This is an optimization exercise on Yosys and OpenROAD, whose aim is small area and a short achievable clock period, not a production implementation.
Function was checked by simulation only, so behaviour that the tests miss may differ from the original.

## sab
module sab (
    input  wire        clk,
    input  wire        rst,         
    input  wire        ce,          
    input  wire        load,        
    input  wire        sub,         
    input  wire [13:0] a,
    input  wire [13:0] d,
    input  wire [13:0] b,
    input  wire [4:0]  ea,
    input  wire [4:0]  eb,
    input  wire        cfg_asign,
    input  wire        cfg_bsign,
    input  wire        cfg_preadd,
    input  wire        cfg_scaled,
    input  wire [5:0]  cfg_accexp,
    input  wire        cfg_accsat,
    input  wire [1:0]  cfg_ofmt,
    input  wire [5:0]  cfg_oshift,
    input  wire [1:0]  cfg_rmode,
    input  wire        cfg_osat,
    input  wire        cfg_osign,
    output reg  [41:0] out,
    output reg  [4:0]  oexp,
    output reg         satf,
    output reg         accov
);
export LEC_CHECK = 0
export ABC_AREA = 1
export CAP_MARGIN = 20
export CORE_MARGIN = 2
export CORE_UTILIZATION = 40
export PLACE_DENSITY = 0.6
export SLEW_MARGIN = 20
create_clock -name core_clock -period 16.0 [get_ports {clk}]
standard.sh (not shown) runs the stock make flow with config.mk's settings and CLKGATE_MAP_FILE= SYNTH_SCRIPT=/design/flow/synth_recipe.tcl, a recipe that flattens the netlist after the stock synthesis.
==> flow/flow/run.sh <==
#!/bin/bash
set -euo pipefail
cd "$(dirname "$0")/.."
export SETUP_SLACK_MARGIN=${SETUP_SLACK_MARGIN_OVERRIDE:-11}
bash standard.sh > flow_make.log 2>&1
Next try:
--- a/flow/design.v
+++ b/flow/design.v
@@ -474,36 +474,17 @@
     wire m_s219 = m_c166 ^ m_s167 ^ 1'b1;
     wire m_c220 = (m_c166 & m_s167) | (m_c166 & 1'b1) | (m_s167 & 1'b1);
     wire m_s221 = m_c168 ^ ~pp6_16 ^ pp7_14;
     wire m_c222 = (m_c168 & ~pp6_16) | (m_c168 & pp7_14) | (~pp6_16 & pp7_14);
     wire m_s223 = pp7_15 ^ 1'b1;
     wire m_c224 = pp7_15 & 1'b1;
     wire [29:0] m_ra = {m_c222, m_c220, m_c218, m_c216, m_c214, m_c212, m_c210, m_c208, m_c206, m_c204, m_c202, m_c200, m_c198, m_c196, m_c194, m_c192, m_c190, m_c188, m_c186, m_c184, m_c182, m_c180, m_c178, m_c176, m_c174, m_c172, m_c170, m_s169, pp0_1, pp0_0};
     wire [29:0] m_rb = {m_s223, m_s221, m_s219, m_s217, m_s215, m_s213, m_s211, m_s209, m_s207, m_s205, m_s203, m_s201, m_s199, m_s197, m_s195, m_s193, m_s191, m_s189, m_s187, m_s185, m_s183, m_s181, m_s179, m_s177, m_s175, m_s173, m_s171, bn1, 1'b0, bn0};
-    wire [4:0] prod_w_b0 = {1'b0, m_ra[3:0]} + {1'b0, m_rb[3:0]} + {4'd0, 1'b0};
-    wire [4:0] prod_w_z1 = {1'b0, m_ra[7:4]} + {1'b0, m_rb[7:4]};
-    wire [4:0] prod_w_o1 = {1'b0, m_ra[7:4]} + {1'b0, m_rb[7:4]} + 5'd1;
-    wire [4:0] prod_w_b1 = prod_w_b0[4] ? prod_w_o1 : prod_w_z1;
-    wire [4:0] prod_w_z2 = {1'b0, m_ra[11:8]} + {1'b0, m_rb[11:8]};
-    wire [4:0] prod_w_o2 = {1'b0, m_ra[11:8]} + {1'b0, m_rb[11:8]} + 5'd1;
-    wire [4:0] prod_w_b2 = prod_w_b1[4] ? prod_w_o2 : prod_w_z2;
-    wire [4:0] prod_w_z3 = {1'b0, m_ra[15:12]} + {1'b0, m_rb[15:12]};
-    wire [4:0] prod_w_o3 = {1'b0, m_ra[15:12]} + {1'b0, m_rb[15:12]} + 5'd1;
-    wire [4:0] prod_w_b3 = prod_w_b2[4] ? prod_w_o3 : prod_w_z3;
-    wire [4:0] prod_w_z4 = {1'b0, m_ra[19:16]} + {1'b0, m_rb[19:16]};
-    wire [4:0] prod_w_o4 = {1'b0, m_ra[19:16]} + {1'b0, m_rb[19:16]} + 5'd1;
-    wire [4:0] prod_w_b4 = prod_w_b3[4] ? prod_w_o4 : prod_w_z4;
-    wire [5:0] prod_w_z5 = {1'b0, m_ra[24:20]} + {1'b0, m_rb[24:20]};
-    wire [5:0] prod_w_o5 = {1'b0, m_ra[24:20]} + {1'b0, m_rb[24:20]} + 6'd1;
-    wire [5:0] prod_w_b5 = prod_w_b4[4] ? prod_w_o5 : prod_w_z5;
-    wire [5:0] prod_w_z6 = {1'b0, m_ra[29:25]} + {1'b0, m_rb[29:25]};
-    wire [5:0] prod_w_o6 = {1'b0, m_ra[29:25]} + {1'b0, m_rb[29:25]} + 6'd1;
-    wire [5:0] prod_w_b6 = prod_w_b5[5] ? prod_w_o6 : prod_w_z6;
-    wire [29:0] prod_w = {prod_w_b6[4:0], prod_w_b5[4:0], prod_w_b4[3:0], prod_w_b3[3:0], prod_w_b2[3:0], prod_w_b1[3:0], prod_w_b0[3:0]};
+    wire [29:0] prod_w = m_ra + m_rb;
     wire [6:0] ax43 = {1'b0, c_accexp} + 7'd43;
     wire [6:0] sa_w = ({1'b0, ep_q} > ax43)             ? 7'd0 :
                       ({1'b0, ep_q} + 7'd31 < {1'b0, c_accexp}) ? 7'd74 :
                       ax43 - {1'b0, ep_q};
     reg  [29:0] prod_q;
     reg  [6:0]  sa_q;
     reg         load1_q;
     always @(posedge clk) begin
@@ -549,17 +530,17 @@
     wire [43:0] base   = ld ? 44'd0 : {{2{acc[41]}}, acc};
     wire [44:0] sum_c  = {base, 1'b1} + {addend[42], addend, add_up};    
     wire [43:0] sum    = sum_c[44:1];
     wire        s_neg  = big ? alneg_q : sum[43];
     wire        ovf    = big | (sum[43:41] != 3'b000 && sum[43:41] != 3'b111);
     wire [41:0] acc_w  = (ovf & c_accsat) ? {s_neg, {41{~s_neg}}} : sum[41:0];
     wire        v_in   = c_sc ? v2 : v1;     
     always @(posedge clk) begin
-        if (rst | (ce & !v_in)) begin
+        if (rst | !v_in) begin           
             acc <= 42'd0; accov_q <= 1'b0;
         end else if (ce) begin
             acc     <= acc_w;
             accov_q <= ovf;
         end
     end
     wire [63:0] lz_y = {acc[40:0] ^ {41{acc[41]}}, 1'b1, 22'd0};
     wire lz_v0_0 = lz_y[63] | lz_y[62];
@@ -767,17 +748,17 @@
                          (q[13:0] == 14'h2fff);                         
     wire        f31    = f32_q & c_near & hf & (q[14:0] == 15'h5fff);   
     wire        g31    = (g0_q == 5'd31);
     wire        sc_fit = c0_q | (uncl_q & !(adj_p & g31)) | f31;
     wire [4:0]  sc_exp = (adj_p & !g31) ? g0_q + 5'd1 : adj_m ? g0_q - 5'd1 : g0_q;
     wire [13:0] sc_m   = (adj_p & !g31) ? 14'd4096 : adj_m ? 14'h2000 : r[13:0];
     wire [13:0] sc_res = (sc_fit | ~c_osat) ? sc_m : (acc_d[41] ? 14'h2000 : 14'h1fff);
     always @(posedge clk) begin
-        if (rst | (ce & !v0)) begin
+        if (rst | !v0) begin             
             out <= 42'd0; oexp <= 5'd0; satf <= 1'b0; accov <= 1'b0;
         end else if (ce) begin
             if (c_sc) begin
                 out  <= {{28{sc_res[13]}}, sc_res};
                 oexp <= sc_exp;
                 satf <= !sc_fit;
             end else begin
                 out  <= fx_out;
Result: Via count rose by 0.61%; synthesized cell count rose by 0.53%; first-iteration DRC count fell by 2.3%; cell area rose by 0.59%; sequential share of layout area fell by 0.13 points; utilization rose by 0.20 points; flip-flop and latch count is unchanged; area after synthesis rose by 0.32%; routed wire length rose by 1.2%; final cell count rose by 0.43%.

==> static timing again, ports no longer ideal <==
Ports are ideal in the flow. The routed layouts listed here were re-timed in OpenROAD.
Step 1 assumes that a clkbuf_16 drives the clock port and a buf_2 every other input.
Step 2, shift: input delay + t, output delay - t, t = (earliest + latest rising clock arrival at the registers) / 2. This alone moves slack from input paths to output paths.
Slacks: ideal / step 1 / step 2; pairs: ideal / step 1.
run	shift t [ns]	slack for setup (ns)	worst setup path at the end	clock arrival spread, ns	worst register clock-pin slew, ns
the first run	0.627	10.333 / 10.333 / 10.122	input to register	0.026 / 0.025	0.07 / 0.07
the second run	0.638	10.917 / 10.917 / 10.399	input to register	0.040 / 0.040	0.08 / 0.08
After both steps every run listed still meets setup and hold. The setup slack of the second run, which loses most, moves by 0.000 ns with the drivers and by -0.518 ns with both steps.
